Source: an optimization exercise on an open RTL-to-GDS flow (aim: small area and a short achievable clock period). Production flows keep margins and buffers that such runs may drop. At most, simulation tests tie the RTL to the original design; equivalence was not proved.

==> run E <==
==> flow/design.v <==
module ss8pack (
    input  wire         clk,
    input  wire         rst,             
    input  wire         in_valid,
    input  wire [1:0]   in_mode,         
    input  wire         in_ftz,          
    input  wire [255:0] in_x,            
    input  wire [127:0] in_draw,         
    output reg          out_valid,
    output reg  [135:0] out_block,       
    output reg  [4:0]   out_flags
);
    reg         r_valid;
    reg [1:0]   r_mode;
    reg         r_ftz;
    reg [255:0] r_x;
    reg [127:0] r_draw;
    always @(posedge clk) begin
        if (rst) r_valid <= 1'b0;
        else     r_valid <= in_valid;
        r_mode <= in_mode;
        r_ftz  <= in_ftz;
        r_x    <= in_x;
        r_draw <= in_draw;
    end
    function gt9(input [8:0] a, input [8:0] b);
        reg [8:0] g, e;
        reg g2, e2, g1, q1, g0;
        begin
            g  = a & ~b;
            e  = ~(a ^ b);
            g2 = g[8] | (e[8] & g[7]) | (e[8] & e[7] & g[6]);
            e2 = e[8] & e[7] & e[6];
            g1 = g[5] | (e[5] & g[4]) | (e[5] & e[4] & g[3]);
            q1 = e[5] & e[4] & e[3];
            g0 = g[2] | (e[2] & g[1]) | (e[2] & e[1] & g[0]);
            gt9 = g2 | (e2 & g1) | (e2 & q1 & g0);
        end
    endfunction
    function [8:0] max2(input [8:0] a, input [8:0] b);
        max2 = gt9(a, b) ? a : b;
    endfunction
    genvar i;
    wire [15:0] sgn, is_inf, is_nan, is_snan, is_zero, nz_fin, flushed, cand;
    wire [143:0] key;
    wire        md0 = !r_mode[0] && !r_mode[1];
    generate
        for (i = 0; i < 16; i = i + 1) begin : dec
            wire [15:0] b   = r_x[16*i +: 16];
            wire [7:0]  ex  = b[14:7];
            wire        exz = (ex == 8'd0);
            wire        exf = (ex == 8'hFF);
            wire        fnz = (b[6:0] != 7'd0);
            assign sgn[i]     = b[15];
            assign flushed[i] = r_ftz && exz && fnz;
            assign is_zero[i] = exz && (!fnz || r_ftz);
            assign is_inf[i]  = exf && !fnz;
            assign is_nan[i]  = exf && fnz;
            assign is_snan[i] = exf && fnz && !b[6];
            assign nz_fin[i]  = !is_zero[i] && !exf;
            assign cand[i]    = !exz && (b[6:0] == 7'h7F) &&
                                (md0 || (r_mode[1] && r_draw[8*i+7]));
            assign key[9*i +: 9] = {ex, cand[i]};
        end
    endgenerate
    wire [71:0] k1;
    wire [35:0] k2;
    wire [17:0] k3;
    generate
        for (i = 0; i < 8; i = i + 1) begin : m1
            assign k1[9*i +: 9] = max2(key[18*i +: 9], key[18*i+9 +: 9]);
        end
        for (i = 0; i < 4; i = i + 1) begin : m2
            assign k2[9*i +: 9] = max2(k1[18*i +: 9], k1[18*i+9 +: 9]);
        end
        for (i = 0; i < 2; i = i + 1) begin : m3
            assign k3[9*i +: 9] = max2(k2[18*i +: 9], k2[18*i+9 +: 9]);
        end
    endgenerate
    wire [8:0] kmax = max2(k3[8:0], k3[17:9]);
    wire [7:0] e0   = kmax[8:1];
    wire any_big    = kmax[0];
    wire e254      = (e0 == 8'd254);
    wire raise     = any_big && !e254;
    wire clamp     = any_big && e254;
    wire nonfinite = |(is_inf | is_nan);
    reg         q_valid;
    reg [1:0]   q_mode;
    reg         q_ftz;
    reg [255:0] q_x;
    reg [127:0] q_draw;
    reg [7:0]   q_e0;
    reg         q_raise;
    reg         q_clamp, q_nonfinite, q_inv, q_flush;
    always @(posedge clk) begin
        if (rst) q_valid <= 1'b0;
        else     q_valid <= r_valid;
        q_mode      <= r_mode;
        q_ftz       <= r_ftz;
        q_x         <= r_x;
        q_draw      <= r_draw;
        q_e0        <= e0;
        q_raise     <= raise;
        q_clamp     <= clamp;
        q_nonfinite <= nonfinite;
        q_inv       <= nonfinite && |(is_snan | nz_fin);
        q_flush     <= |flushed;
    end
    wire [7:0]  q_e1 = q_e0 + {6'd0, q_raise, !q_raise};    
    wire [15:0] q_sgn, q_inf, q_zero, q_nzf, q_flushed, q_cand;
    wire        q_md0 = !q_mode[0] && !q_mode[1];
    generate
        for (i = 0; i < 16; i = i + 1) begin : dec2
            wire [15:0] b   = q_x[16*i +: 16];
            wire [7:0]  ex  = b[14:7];
            wire        exz = (ex == 8'd0);
            wire        exf = (ex == 8'hFF);
            wire        fnz = (b[6:0] != 7'd0);
            assign q_sgn[i]     = b[15];
            assign q_flushed[i] = q_ftz && exz && fnz;
            assign q_zero[i]    = exz && (!fnz || q_ftz);
            assign q_inf[i]     = exf && !fnz;
            assign q_nzf[i]     = !q_zero[i] && !exf;
            assign q_cand[i]    = !exz && (b[6:0] == 7'h7F) &&
                                  (q_md0 || (q_mode[1] && q_draw[8*i+7]));
        end
    endgenerate
    wire [7:0]  sig  [0:15];
    wire [15:0] inx, unf;
    generate
        for (i = 0; i < 16; i = i + 1) begin : rnd
            wire [15:0] b    = q_x[16*i +: 16];
            wire [7:0]  ex   = b[14:7];
            wire        hid  = (ex != 8'd0);
            wire [7:0]  m    = {hid, q_flushed[i] ? 7'd0 : b[6:0]};
            wire [7:0]  effx = {ex[7:1], ex[0] | !hid};
            wire [7:0]  t    = q_e1 - effx;
            wire        far  = (t[7:4] != 4'd0);
            wire [23:0] w    = {m, 16'd0} >> t[3:0];
            wire [7:0]  ip   = far ? 8'd0 : w[23:16];
            wire        off  = far || q_nonfinite;
            wire [7:0]  ipn  = ({8{!off}} & w[23:16]) |
                               {1'b0, {7{q_nonfinite && !q_zero[i]}}};
            wire [7:0]  d    = far ? 8'd0 : w[15:8];
            wire        rest = far ? (m != 8'd0) : (w[7:0] != 8'd0);
            wire [7:0]  r    = q_draw[8*i +: 8];
            wire [8:0]  dr   = {1'b0, d} + {1'b0, r};
            wire        up2  = dr[8];
            wire        up0  = d[7] && ((d[6:0] != 7'd0) || rest || ip[0]);
            wire        upf  = (q_mode[1] ? up2 : (!q_mode[0] && up0)) &&
                               !(q_clamp && q_cand[i] && ex == 8'd254);
            wire        spec = !q_inf[i] && !q_zero[i];
            wire        upn  = q_nonfinite ? spec : upf;
            wire        sgnn = q_nonfinite ? (spec || q_sgn[i]) : q_sgn[i];
            wire [7:0]  x    = ipn ^ {8{sgnn}};
            wire [7:0]  p;
            assign p[0] = upn ^ sgnn;
            genvar k;
            for (k = 1; k < 8; k = k + 1) begin : inc
                assign p[k] = p[k-1] && x[k-1];
            end
            assign sig[i] = x ^ p;
            assign inx[i] = (d != 8'd0) || rest;
            assign unf[i] = q_nzf[i] && (ip == 8'd0) && !upf;
        end
    endgenerate
    wire [135:0] blk;
    wire [4:0]   flg;
    assign blk[7:0] = q_nonfinite ? 8'hFF : q_e0 + {7'd0, q_raise};
    generate
        for (i = 0; i < 16; i = i + 1) begin : asm
            assign blk[8*(i+1) +: 8] = sig[i];
        end
    endgenerate
    assign flg[0] = q_inv;
    assign flg[1] = !q_nonfinite && q_clamp;
    assign flg[2] = !q_nonfinite && |unf;
    assign flg[3] = !q_nonfinite && |inx;
    assign flg[4] = q_flush;
    always @(posedge clk) begin
        if (rst) out_valid <= 1'b0;
        else     out_valid <= q_valid;
        out_block <= blk;
        out_flags <= flg;
    end
endmodule
==> flow/flow/run.sh <==
#!/bin/bash
# Layout flow: the standard flow (standard.sh) with two changes:
#  - the synthesis step is run by flow/my_synth.tcl instead of
#    synth_recipe.tcl (different ABC mapping of the combinational logic);
#  - the port buffers placed by ORFS's buffer_ports are buf_1 cells (ORFS
#    otherwise picks clkdlybuf4s50_1 delay cells here).
# Each ORFS step keeps its own log under orfs/logs/; make's output goes to
# flow_make.log.
set -euo pipefail
W=$(pwd)
sed -e "s#SYNTH_SCRIPT=[^ ]*#SYNTH_SCRIPT=$W/flow/my_synth.tcl#" \
    -e 's#"${@:-finish}"#BUFFER_PORTS_ARGS="-buffer_cell sky130_fd_sc_hd__buf_1" "${@:-finish}"#' \
    standard.sh > my_standard.sh
grep -q "SYNTH_SCRIPT=$W/flow/my_synth.tcl" my_standard.sh
grep -q "BUFFER_PORTS_ARGS" my_standard.sh
bash my_standard.sh > flow_make.log 2>&1
==> flow/flow/abc.script <==
strash
&get -n
&fraig -x
&put
scorr
dc2
dretime
strash
dc2
&get -n
&syn2
&dc2
&syn2
&dc2
&dch -f
&nf
&put
buffer
upsize
dnsize
stime -p
==> flow/flow/my_synth.tcl <==
# The standard synthesis script (synth_recipe.tcl) with two changes to the
# technology mapping of the combinational logic only:
#  - ABC runs flow/abc.script (Yosys's default liberty script with extra
#    AIG rewriting before mapping) instead of ORFS's abc_*.script;
#  - no full/half adder extraction (ADDER_MAP_FILE unset), so ABC sees all
#    of the logic.
# Registers, flattening and renaming are exactly as in synth_recipe.tcl.
proc synth {args} { yosys synth -nofsm -noshare {*}$args }
set ::my_abc_file [file join [file dirname [file normalize [info script]]] abc.script]
proc abc {args} {
  set out {}
  set skip 0
  foreach a $args {
    if {$skip} { set skip 0; continue }
    if {$a eq "-script"} { set skip 1; continue }
    lappend out $a
  }
  set out [linsert $out 0 -script $::my_abc_file]
  puts "abc: $out"
  yosys abc {*}$out
}
if {[info exists ::env(ADDER_MAP_FILE)]} { unset ::env(ADDER_MAP_FILE) }
source $::env(SCRIPTS_DIR)/synth.tcl
# left out here: clear keep_hierarchy, flatten, clean up, hide names made inside functions, write 1_2_yosys.v
==> flow/standard.sh <==
#!/bin/bash
# synth_recipe.tcl (not shown) runs the flow's synth.tcl, then flattens the netlist and writes it again
# the make line also repeats each setting of config.mk as NAME=value (left out here)
make -C /OpenROAD-flow-scripts/flow DESIGN_CONFIG=/design/flow/config.mk WORK_HOME=/design/flow/orfs CLKGATE_MAP_FILE= SYNTH_SCRIPT=/design/flow/synth_recipe.tcl "${@:-finish}"
==> flow/config.mk <==
export PLATFORM = sky130hd
export DESIGN_NAME = ss8pack
export DESIGN_NICKNAME = ss8pack
export VERILOG_FILES = /design/flow/design.v
export SDC_FILE = /design/flow/constraint.sdc
export NUM_CORES = 4
export LEC_CHECK = 0
export CAP_MARGIN = 20
export CORE_MARGIN = 2
export CORE_UTILIZATION = 70
export CTS_CLUSTER_DIAMETER = 50
export CTS_CLUSTER_SIZE = 36
export SLEW_MARGIN = 20
==> flow/constraint.sdc <==
create_clock -name core_clock -period 40.0 [get_ports {clk}]
set_input_delay 8.0000 -clock core_clock [delete_from_list [all_inputs] [get_ports {clk}]]
set_output_delay 8.0000 -clock core_clock [all_outputs]
set_load 0.01 [all_outputs]
==> run G (differences from run E) <==
- CORE_UTILIZATION: 70 -> 55
- CTS_CLUSTER_DIAMETER: 50 -> 60
- CTS_CLUSTER_SIZE: 36 -> 30
==> run K (differences from run E) <==
--- a/flow/design.v
+++ b/flow/design.v
@@ -39,4 +39,13 @@
     endfunction
-    function [8:0] max2(input [8:0] a, input [8:0] b);
-        max2 = gt9(a, b) ? a : b;
+    function [8:0] max4(input [8:0] a, input [8:0] b, input [8:0] c, input [8:0] d);
+        reg ab, ac, ad, bc, bd, cd, sa, sb, sc, sd;
+        begin
+            ab = gt9(a, b); ac = gt9(a, c); ad = gt9(a, d);
+            bc = gt9(b, c); bd = gt9(b, d); cd = gt9(c, d);
+            sa = ab & ac & ad;
+            sb = !ab & bc & bd;
+            sc = !ac & !bc & cd;
+            sd = !sa & !sb & !sc;
+            max4 = ({9{sa}} & a) | ({9{sb}} & b) | ({9{sc}} & c) | ({9{sd}} & d);
+        end
     endfunction
@@ -65,17 +74,10 @@
     endgenerate
-    wire [71:0] k1;
-    wire [35:0] k2;
-    wire [17:0] k3;
+    wire [35:0] kq;
     generate
-        for (i = 0; i < 8; i = i + 1) begin : m1
-            assign k1[9*i +: 9] = max2(key[18*i +: 9], key[18*i+9 +: 9]);
-        end
-        for (i = 0; i < 4; i = i + 1) begin : m2
-            assign k2[9*i +: 9] = max2(k1[18*i +: 9], k1[18*i+9 +: 9]);
-        end
-        for (i = 0; i < 2; i = i + 1) begin : m3
-            assign k3[9*i +: 9] = max2(k2[18*i +: 9], k2[18*i+9 +: 9]);
+        for (i = 0; i < 4; i = i + 1) begin : mq
+            assign kq[9*i +: 9] = max4(key[36*i +: 9], key[36*i+9 +: 9],
+                                       key[36*i+18 +: 9], key[36*i+27 +: 9]);
         end
     endgenerate
-    wire [8:0] kmax = max2(k3[8:0], k3[17:9]);
+    wire [8:0] kmax = max4(kq[8:0], kq[17:9], kq[26:18], kq[35:27]);
     wire [7:0] e0   = kmax[8:1];
@@ -86,2 +88,4 @@
     wire nonfinite = |(is_inf | is_nan);
+    wire [7:0] eo  = e0 + {7'd0, raise};           
+    wire [7:0] e1  = e0 + {6'd0, raise, !raise};   
     reg         q_valid;
@@ -91,4 +95,3 @@
     reg [127:0] q_draw;
-    reg [7:0]   q_e0;
-    reg         q_raise;
+    reg [7:0]   q_eo, q_e1;
     reg         q_clamp, q_nonfinite, q_inv, q_flush;
@@ -101,4 +104,4 @@
         q_draw      <= r_draw;
-        q_e0        <= e0;
-        q_raise     <= raise;
+        q_eo        <= eo;
+        q_e1        <= e1;
         q_clamp     <= clamp;
@@ -108,3 +111,2 @@
     end
-    wire [7:0]  q_e1 = q_e0 + {6'd0, q_raise, !q_raise};    
     wire [15:0] q_sgn, q_inf, q_zero, q_nzf, q_flushed, q_cand;
@@ -140,5 +142,2 @@
             wire [7:0]  ip   = far ? 8'd0 : w[23:16];
-            wire        off  = far || q_nonfinite;
-            wire [7:0]  ipn  = ({8{!off}} & w[23:16]) |
-                               {1'b0, {7{q_nonfinite && !q_zero[i]}}};
             wire [7:0]  d    = far ? 8'd0 : w[15:8];
@@ -152,2 +151,3 @@
             wire        spec = !q_inf[i] && !q_zero[i];
+            wire [7:0]  ipn  = q_nonfinite ? {1'b0, {7{!q_zero[i]}}} : ip;
             wire        upn  = q_nonfinite ? spec : upf;
@@ -168,3 +168,3 @@
     wire [4:0]   flg;
-    assign blk[7:0] = q_nonfinite ? 8'hFF : q_e0 + {7'd0, q_raise};
+    assign blk[7:0] = q_nonfinite ? 8'hFF : q_eo;
     generate
--- a/flow/flow/my_synth.tcl
+++ b/flow/flow/my_synth.tcl
@@ -2,4 +2,3 @@
 # technology mapping of the combinational logic only:
-#  - ABC runs flow/abc.script (Yosys's default liberty script with extra
-#    AIG rewriting before mapping) instead of ORFS's abc_*.script;
+#  - ABC runs Yosys's default liberty script instead of ORFS's abc_*.script;
 #  - no full/half adder extraction (ADDER_MAP_FILE unset), so ABC sees all
@@ -8,3 +7,2 @@
 proc synth {args} { yosys synth -nofsm -noshare {*}$args }
-set ::my_abc_file [file join [file dirname [file normalize [info script]]] abc.script]
 proc abc {args} {
@@ -17,4 +15,3 @@
   }
-  set out [linsert $out 0 -script $::my_abc_file]
-  puts "abc: $out"
+  puts "abc (default script): $out"
   yosys abc {*}$out
- CORE_UTILIZATION: 70 -> 55
- CTS_CLUSTER_DIAMETER: 50 -> not set
- CTS_CLUSTER_SIZE: 36 -> not set
removed: flow/flow/abc.script
==> run R (differences from run E) <==
==> flow/design.v (replaced) <==
module ss8pack (
    input  wire         clk,
    input  wire         rst,             
    input  wire         in_valid,
    input  wire [1:0]   in_mode,         
    input  wire         in_ftz,          
    input  wire [255:0] in_x,            
    input  wire [127:0] in_draw,         
    output reg          out_valid,
    output reg  [135:0] out_block,       
    output reg  [4:0]   out_flags
);
    reg         r_valid;
    reg [1:0]   r_mode;
    reg         r_ftz;
    reg [255:0] r_x;
    reg [127:0] r_draw;
    always @(posedge clk) begin
        if (rst) r_valid <= 1'b0;
        else     r_valid <= in_valid;
        r_mode <= in_mode;
        r_ftz  <= in_ftz;
        r_x    <= in_x;
        r_draw <= in_draw;
    end
    function gt9(input [8:0] a, input [8:0] b);
        reg [8:0] g, e;
        reg g2, e2, g1, q1, g0;
        begin
            g  = a & ~b;
            e  = ~(a ^ b);
            g2 = g[8] | (e[8] & g[7]) | (e[8] & e[7] & g[6]);
            e2 = e[8] & e[7] & e[6];
            g1 = g[5] | (e[5] & g[4]) | (e[5] & e[4] & g[3]);
            q1 = e[5] & e[4] & e[3];
            g0 = g[2] | (e[2] & g[1]) | (e[2] & e[1] & g[0]);
            gt9 = g2 | (e2 & g1) | (e2 & q1 & g0);
        end
    endfunction
    function [8:0] max4(input [8:0] a, input [8:0] b, input [8:0] c, input [8:0] d);
        reg ab, ac, ad, bc, bd, cd, sa, sb, sc, sd;
        begin
            ab = gt9(a, b); ac = gt9(a, c); ad = gt9(a, d);
            bc = gt9(b, c); bd = gt9(b, d); cd = gt9(c, d);
            sa = ab & ac & ad;
            sb = !ab & bc & bd;
            sc = !ac & !bc & cd;
            sd = !sa & !sb & !sc;
            max4 = ({9{sa}} & a) | ({9{sb}} & b) | ({9{sc}} & c) | ({9{sd}} & d);
        end
    endfunction
    genvar i;
    wire [15:0] sgn, is_inf, is_nan, is_snan, is_zero, nz_fin, flushed, cand;
    wire [143:0] key;
    wire        md0 = !r_mode[0] && !r_mode[1];
    generate
        for (i = 0; i < 16; i = i + 1) begin : dec
            wire [15:0] b   = r_x[16*i +: 16];
            wire [7:0]  ex  = b[14:7];
            wire        exz = (ex == 8'd0);
            wire        exf = (ex == 8'hFF);
            wire        fnz = (b[6:0] != 7'd0);
            assign sgn[i]     = b[15];
            assign flushed[i] = r_ftz && exz && fnz;
            assign is_zero[i] = exz && (!fnz || r_ftz);
            assign is_inf[i]  = exf && !fnz;
            assign is_nan[i]  = exf && fnz;
            assign is_snan[i] = exf && fnz && !b[6];
            assign nz_fin[i]  = !is_zero[i] && !exf;
            assign cand[i]    = !exz && (b[6:0] == 7'h7F) &&
                                (md0 || (r_mode[1] && r_draw[8*i+7]));
            assign key[9*i +: 9] = {ex, cand[i]};
        end
    endgenerate
    wire [35:0] kq;
    generate
        for (i = 0; i < 4; i = i + 1) begin : mq
            assign kq[9*i +: 9] = max4(key[36*i +: 9], key[36*i+9 +: 9],
                                       key[36*i+18 +: 9], key[36*i+27 +: 9]);
        end
    endgenerate
    wire [8:0] kmax = max4(kq[8:0], kq[17:9], kq[26:18], kq[35:27]);
    wire [7:0] e0   = kmax[8:1];
    wire any_big    = kmax[0];
    wire e254      = (e0 == 8'd254);
    wire raise     = any_big && !e254;
    wire clamp     = any_big && e254;
    wire nonfinite = |(is_inf | is_nan);
    wire [7:0] eo  = e0 + {7'd0, raise};           
    wire [7:0] e1  = e0 + {6'd0, raise, !raise};   
    wire [7:0]  sig  [0:15];
    wire [15:0] inx, unf;
    generate
        for (i = 0; i < 16; i = i + 1) begin : rnd
            wire [15:0] b    = r_x[16*i +: 16];
            wire [7:0]  ex   = b[14:7];
            wire        hid  = (ex != 8'd0);
            wire [7:0]  m    = {hid, flushed[i] ? 7'd0 : b[6:0]};
            wire [7:0]  effx = {ex[7:1], ex[0] | !hid};
            wire [7:0]  t    = e1 - effx;
            wire        far  = (t[7:4] != 4'd0);
            wire [23:0] w    = {m, 16'd0} >> t[3:0];
            wire [7:0]  ip   = far ? 8'd0 : w[23:16];
            wire [7:0]  d    = far ? 8'd0 : w[15:8];
            wire        rest = far ? (m != 8'd0) : (w[7:0] != 8'd0);
            wire [7:0]  r    = r_draw[8*i +: 8];
            wire [8:0]  dr   = {1'b0, d} + {1'b0, r};
            wire        up2  = dr[8];
            wire        up0  = d[7] && ((d[6:0] != 7'd0) || rest || ip[0]);
            wire        upf  = (r_mode[1] ? up2 : (!r_mode[0] && up0)) &&
                               !(clamp && cand[i] && ex == 8'd254);
            wire        spec = !is_inf[i] && !is_zero[i];
            wire [7:0]  ipn  = nonfinite ? {1'b0, {7{!is_zero[i]}}} : ip;
            wire        upn  = nonfinite ? spec : upf;
            wire        sgnn = nonfinite ? (spec || sgn[i]) : sgn[i];
            wire [7:0]  x    = ipn ^ {8{sgnn}};
            wire [7:0]  p;
            assign p[0] = upn ^ sgnn;
            genvar k;
            for (k = 1; k < 8; k = k + 1) begin : inc
                assign p[k] = p[k-1] && x[k-1];
            end
            assign sig[i] = x ^ p;
            assign inx[i] = (d != 8'd0) || rest;
            assign unf[i] = nz_fin[i] && (ip == 8'd0) && !upf;
        end
    endgenerate
    wire [135:0] blk;
    wire [4:0]   flg;
    assign blk[7:0] = nonfinite ? 8'hFF : eo;
    generate
        for (i = 0; i < 16; i = i + 1) begin : asm
            assign blk[8*(i+1) +: 8] = sig[i];
        end
    endgenerate
    assign flg[0] = nonfinite && |(is_snan | nz_fin);
    assign flg[1] = !nonfinite && clamp;
    assign flg[2] = !nonfinite && |unf;
    assign flg[3] = !nonfinite && |inx;
    assign flg[4] = |flushed;
    always @(posedge clk) begin
        if (rst) out_valid <= 1'b0;
        else     out_valid <= r_valid;
        out_block <= blk;
        out_flags <= flg;
    end
endmodule
--- a/flow/flow/my_synth.tcl
+++ b/flow/flow/my_synth.tcl
@@ -2,4 +2,3 @@
 # technology mapping of the combinational logic only:
-#  - ABC runs flow/abc.script (Yosys's default liberty script with extra
-#    AIG rewriting before mapping) instead of ORFS's abc_*.script;
+#  - ABC runs Yosys's default liberty script instead of ORFS's abc_*.script;
 #  - no full/half adder extraction (ADDER_MAP_FILE unset), so ABC sees all
@@ -8,3 +7,2 @@
 proc synth {args} { yosys synth -nofsm -noshare {*}$args }
-set ::my_abc_file [file join [file dirname [file normalize [info script]]] abc.script]
 proc abc {args} {
@@ -17,4 +15,3 @@
   }
-  set out [linsert $out 0 -script $::my_abc_file]
-  puts "abc: $out"
+  puts "abc (default script): $out"
   yosys abc {*}$out
- CORE_UTILIZATION: 70 -> 55
- CTS_CLUSTER_DIAMETER: 50 -> not set
- CTS_CLUSTER_SIZE: 36 -> not set
removed: flow/flow/abc.script
==> qor summary <==
Classification of the worst setup path: run E flop to output pin; run R flop to flop; run K flop to output pin; run G flop to output pin
Arrival time of data at the critical path endpoint: run E 1.22 ns; run R 14.23 ns; run K 1.16 ns; run G 1.16 ns
Fillers: run E 3876; run R 6143; run K 7572; run G 6720
Total vias in the final route: run E 42800; run R 36900; run K 43300; run G 39900
Worst hold path startpoint: run E r_x[15]; run R r_valid; run K r_draw[10]; run G r_draw[40]
Sequential cell area: run E 18600 um2; run R 10600 um2; run K 18800 um2; run G 18600 um2
Post-placement cell count: run E 6147; run R 5731; run K 6983; run G 6399
Multi-input logic cell count: run E 3719; run R 3585; run K 4167; run G 3719
Maximum number of pins on one net before global-route repair: run E 44; run R 64; run K 57; run G 44
Fraction of final layout cells with drive strength greater than 1: run E 5.11%; run R 7.75%; run K 6.67%; run G 4.88%
Worst-path cell with the longest stage delay: run E dfxtp_1; run R nor3b_1; run K dfxtp_1; run G dfxtp_1
Logic depth of the worst register-to-register path: run E 30; run R 37; run K 22; run G 31
Die footprint: run E 62700 um2; run R 70100 um2; run K 88000 um2; run G 79600 um2
Global-route wire length before repair: run E 226000 um; run R 210000 um; run K 233000 um; run G 209000 um
Standard cell area after detailed placement: run E 45300 um2; run R 39800 um2; run K 50000 um2; run G 45600 um2
Number of non-clock buffers: run E 566; run R 594; run K 593; run G 572
Last weighted congestion value of the routability-driven placer: run E 1.05; run R 1.04; run K 1.02; run G 0.997
Routed Wire Length: run E 151000 um; run R 142000 um; run K 160000 um; run G 143000 um
Worst-skew pair later-pin latency: run E 0.67 ns; run R 0.64 ns; run K 0.68 ns; run G 0.66 ns
Run status: run E no timing/DRC/antenna violations; run R no timing/DRC/antenna violations; run K no timing/DRC/antenna violations; run G no timing/DRC/antenna violations
Tap cell count: run E 782; run R 873; run K 1144; run G 1030
Avg Inst Size Synth: run E 8.62 um2; run R 8.32 um2; run K 8.55 um2; run G 8.62 um2
Function not checked in run K: the RTL went through the layout flow alone.

re-timing with driven ports:
The flow's constraints put no driver on any port. The routed layouts listed below were extracted and timed again, unchanged, in two steps.
Step 1 assumes that a clkbuf_16 drives the clock port and a buf_2 every other input.
Step 2 times the ports against the registers' clock, not the clock port: input delays grow and output delays shrink by t, the midpoint of the rising clock arrivals with the driver on.
Three values: ideal, step 1, step 2; two values: the first two.
run | t (ns) | slack for setup (ns) | latest minus earliest clock arrival (ns)
run E | 0.718 | 30.780 / 30.710 / 31.428 | 0.045 / 0.045
run G | 0.714 | 30.835 / 30.765 / 31.418 | 0.048 / 0.048
run K | 0.750 | 30.843 / 30.765 / 31.515 | 0.016 / 0.016
run R | 0.699 | 26.273 / 26.273 / 26.273 | 0.027 / 0.027
After both steps setup and hold are still met in every run listed.
